Background: an optimization exercise with open tools, aiming at small area, a short achievable clock period and few clock cycles per item. Do not read the settings as production practice.
Function was checked by simulation only, so behaviour that the tests miss may differ from the original.

main:
// kw_unwrap
module kw_unwrap (
    input  wire         clk,
    input  wire         rst,
    input  wire         req_valid,
    output wire         req_ready,
    input  wire         req_kek,
    input  wire         req_long,
    input  wire [319:0] req_data,
    output wire         resp_valid,
    input  wire         resp_ready,
    output wire [255:0] resp_key,
    output wire         resp_ok
);
export LEC_CHECK = 0
export CAP_MARGIN = 40
export CELL_PAD_IN_SITES_DETAIL_PLACEMENT = 0
export CELL_PAD_IN_SITES_GLOBAL_PLACEMENT = 1
export CORE_MARGIN = 2
export CORE_UTILIZATION = 36
export CTS_CLUSTER_DIAMETER = 80
export CTS_CLUSTER_SIZE = 22
export PLACE_DENSITY = 0.56
export SLEW_MARGIN = 40
export SYNTH_HIERARCHICAL = 1
create_clock -name core_clock -period 12.0 [get_ports {clk}]
standard.sh (not shown) runs the stock make flow with config.mk's settings and CLKGATE_MAP_FILE= SYNTH_SCRIPT=/design/flow/synth_recipe.tcl, a recipe that flattens the netlist after the stock synthesis.
==> flow/flow/run.sh <==
#!/bin/bash
set -euo pipefail
MARGIN=${MARGIN:-7.8}
bash standard.sh SETUP_SLACK_MARGIN=$MARGIN "BUFFER_PORTS_ARGS=-buffer_cell sky130_fd_sc_hd__buf_2" finish > make_finish.log 2>&1
Testbench counts of main, summed over its fixed seeds: cycles 34,862, items 256.
For the feature branch, these inputs were changed with respect to main:
Settings: swapping 1 for 0 in CELL_PAD_IN_SITES_GLOBAL_PLACEMENT.
## What came out
The feature branch reports its capture point of the worst path as sa2[7]$_DFF_P_ while main reports resp_ok.
Cmp the feature branch and main / first-iteration DRC count / higher: the feature branch
Comparing the feature branch and main, worst hold slack after final layout is higher on main.
Taking the feature branch as 1.0, main lands at 1.05 on wire length of the first global-routing pass.
Relative to main, the layout net count measured on the feature branch has decreased slightly.
Summary of the feature branch over main: setup slack at placement lost 0.23 ns; average routed wire per standard cell went down by about 4.5%; multi-input logic area lost 1.0%.
| cell area | the feature branch vs main | about 0.9% lower |
Compared with main, in the feature branch growth of design area from synthesis to finish decreased by 1.1 points relative to the old numbers; number of detailed-routing iterations run before antenna repair higher.

---

== the previous run ==
kw_unwrap again, from the RTL that the note above started with.
Settings: LEC_CHECK=0, CAP_MARGIN=40, CELL_PAD_IN_SITES_DETAIL_PLACEMENT=1, CELL_PAD_IN_SITES_GLOBAL_PLACEMENT=2, CORE_MARGIN=2, CORE_UTILIZATION=36, CTS_CLUSTER_DIAMETER=80, CTS_CLUSTER_SIZE=22, PLACE_DENSITY=0.56, SLEW_MARGIN=40, SYNTH_HIERARCHICAL=1; clock period 12.0 ns.
==> flow/flow/run.sh <==
#!/bin/bash
set -euo pipefail
MARGIN=${MARGIN:-7.6}
bash standard.sh SETUP_SLACK_MARGIN=$MARGIN "BUFFER_PORTS_ARGS=-buffer_cell sky130_fd_sc_hd__buf_2" finish > make_finish.log 2>&1
Testbench counts of the previous run, summed over its fixed seeds: cycles 34,862, items 256.
diff inputs: the previous run => the current run
==> flow/flow/run.sh <==
#!/bin/bash
set -euo pipefail
MARGIN=${MARGIN:-7.8}
bash standard.sh SETUP_SLACK_MARGIN=$MARGIN "BUFFER_PORTS_ARGS=-buffer_cell sky130_fd_sc_hd__buf_2" finish > make_finish.log 2>&1
-- flow/config.mk --
<<< the previous run, line 11
export CORE_MARGIN = 2
export CORE_UTILIZATION = 36
export CTS_CLUSTER_DIAMETER = 80
export CTS_CLUSTER_SIZE = 22
export PLACE_DENSITY = 0.56
export SLEW_MARGIN = 40
>>> the current run, line 11
export CORE_MARGIN = 2
export CORE_UTILIZATION = 42
export CTS_CLUSTER_DIAMETER = 80
export CTS_CLUSTER_SIZE = 22
export PLACE_DENSITY = 0.62
export SLEW_MARGIN = 40
### Flow results
- On minimum setup slack in the final design, the higher figure sits with the current run, not the previous run.
- Global-route usage ends up higher on the current run.
- For the current run, the highest-delay cell along the critical path was a211oi_1, unlike the previous run, where it was dfxtp_4.
- The met1 usage in global routing of the current run exceeds that of the previous run by 2.8 points.
- From the previous run to the current run the numbers moved as follows: post-route clock period utilization went down by 1.2 points; area of the core region went down by 14%; wire length went down by 36 mm.
- From the previous run to the current run the numbers moved as follows: hold slack dropped 15 ps, wire length on met3 now sits higher.

---

run B:
kw_unwrap, a different RTL version from the one above (not shown whole).
For scale: roughly 9900 cells after synthesis, roughly 1900 flip-flops, roughly 99000 um^2 of cells after synthesis.
export LEC_CHECK = 0
export CAP_MARGIN = 40
export CELL_PAD_IN_SITES_DETAIL_PLACEMENT = 1
export CELL_PAD_IN_SITES_GLOBAL_PLACEMENT = 2
export CORE_MARGIN = 2
export CORE_UTILIZATION = 36
export CTS_CLUSTER_DIAMETER = 90
export CTS_CLUSTER_SIZE = 26
export PLACE_DENSITY = 0.56
export SLEW_MARGIN = 40
export SYNTH_HIERARCHICAL = 1
create_clock -name core_clock -period 12.0 [get_ports {clk}]
==> flow/flow/run.sh <==
#!/bin/bash
set -euo pipefail
MARGIN=${MARGIN:-8}
bash standard.sh SETUP_SLACK_MARGIN=$MARGIN "BUFFER_PORTS_ARGS=-buffer_cell sky130_fd_sc_hd__buf_2" finish > make_finish.log 2>&1
Run B: all stages complete, timing, DRC and antenna checks passed
Testbench counts of run B, summed over its fixed seeds: cycles 65,598, items 256.
--- input diff run B..run A ---
# run B
export LEC_CHECK = 0
export CAP_MARGIN = 40
export CELL_PAD_IN_SITES_DETAIL_PLACEMENT = 1
export CELL_PAD_IN_SITES_GLOBAL_PLACEMENT = 2
export CORE_MARGIN = 2
export CORE_UTILIZATION = 36
export CTS_CLUSTER_DIAMETER = 90
export CTS_CLUSTER_SIZE = 26
export PLACE_DENSITY = 0.56
export SLEW_MARGIN = 40
export SYNTH_HIERARCHICAL = 1
create_clock -name core_clock -period 12.0 [get_ports {clk}]
# run A
export LEC_CHECK = 0
export CAP_MARGIN = 40
export CELL_PAD_IN_SITES_DETAIL_PLACEMENT = 1
export CELL_PAD_IN_SITES_GLOBAL_PLACEMENT = 2
export CORE_MARGIN = 2
export CORE_UTILIZATION = 36
export CTS_CLUSTER_DIAMETER = 80
export CTS_CLUSTER_SIZE = 22
export PLACE_DENSITY = 0.56
export SLEW_MARGIN = 40
export SYNTH_HIERARCHICAL = 1
create_clock -name core_clock -period 12.0 [get_ports {clk}]
Compared with run B, in run A count of H-tree levels built during CTS rose 1; setup slack moved up; first-pass GRT wire length was more or less identical. Run A and run B ended up with nearly the same clock transition at the registers of the reported paths. Compared with run B, run A shows number of violations reported at the end of detailed-routing iteration 0 higher by 1.6%.

---

kw_unwrap with an RTL version that a note above also has.
For scale: ~15000 cells after synthesis, about 590 I/O pins, ~150000 um^2 of cells after synthesis.
## kw_unwrap
module kw_unwrap (
    input  wire         clk,
    input  wire         rst,
    input  wire         req_valid,
    output wire         req_ready,
    input  wire         req_kek,
    input  wire         req_long,
    input  wire [319:0] req_data,
    output wire         resp_valid,
    input  wire         resp_ready,
    output wire [255:0] resp_key,
    output wire         resp_ok
);
clock: 12.0 ns
lec_check: 0
cap_margin: 40
cell_pad_in_sites_detail_placement: 1
cell_pad_in_sites_global_placement: 2
core_margin: 2
core_utilization: 36
cts_cluster_diameter: 80
cts_cluster_size: 22
place_density: 0.56
slew_margin: 40
synth_hierarchical: 1
==> flow/flow/run.sh <==
#!/bin/bash
set -euo pipefail
MARGIN=${MARGIN:-7.8}
bash standard.sh SETUP_SLACK_MARGIN=$MARGIN "BUFFER_PORTS_ARGS=-buffer_cell sky130_fd_sc_hd__buf_2" finish > make_finish.log 2>&1
Testbench counts at the start, summed over its fixed seeds: cycles 34,862, items 256.
Rerun with:
==> flow/flow/run.sh (replaced) <==
#!/bin/bash
set -euo pipefail
MARGIN=${MARGIN:-7.9}
bash standard.sh SETUP_SLACK_MARGIN=$MARGIN "BUFFER_PORTS_ARGS=-buffer_cell sky130_fd_sc_hd__buf_2" finish > make_finish.log 2>&1
Worst setup slack improved by 0.0070 ns.
Critical path depth went down by 3.
Utilization goes up by 0.79 points.

## separate check: timing with driven ports
No port has a modelled driver above. Below, the same layouts with a new extraction and two added sets of constraints. Step 1 assumes that a clkbuf_16 drives the clock port and a buf_2 every other input. Step 2 adds t to the input delays and takes it off the output delays; t is the mean of the earliest and latest rising clock arrival at the registers after step 1. Input paths then give back, and output paths get back, about the clock's delay inside the block. Three values: no drivers, after step 1, after step 2; two values: the first two.
run	t, ns	setup slack, ns	clock arrival spread, ns	worst data-port slew with drivers (ns)
main	1.067	7.783 / 7.663 / 7.019	0.113 / 0.112	0.54
the feature branch	1.057	7.757 / 7.757 / 6.937	0.123 / 0.122	0.28
the previous run	1.109	7.516 / 7.516 / 6.817	0.145 / 0.145	0.10
the current run	1.097	7.657 / 7.657 / 6.985	0.118 / 0.117	0.14
run B	0.923	7.864 / 7.864 / 7.329	0.093 / 0.093	0.25
run A	0.957	7.907 / 7.907 / 7.288	0.051 / 0.052	0.25
the first run of note 4	1.110	7.709 / 7.709 / 6.862	0.143 / 0.143	0.10
the second run of note 4	1.091	7.716 / 7.716 / 6.948	0.149 / 0.148	0.11
After both steps setup and hold are still met in every run listed. The setup slack of the first run of note 4, which loses most, moves by 0.000 ns with the drivers and by -0.847 ns with both steps.
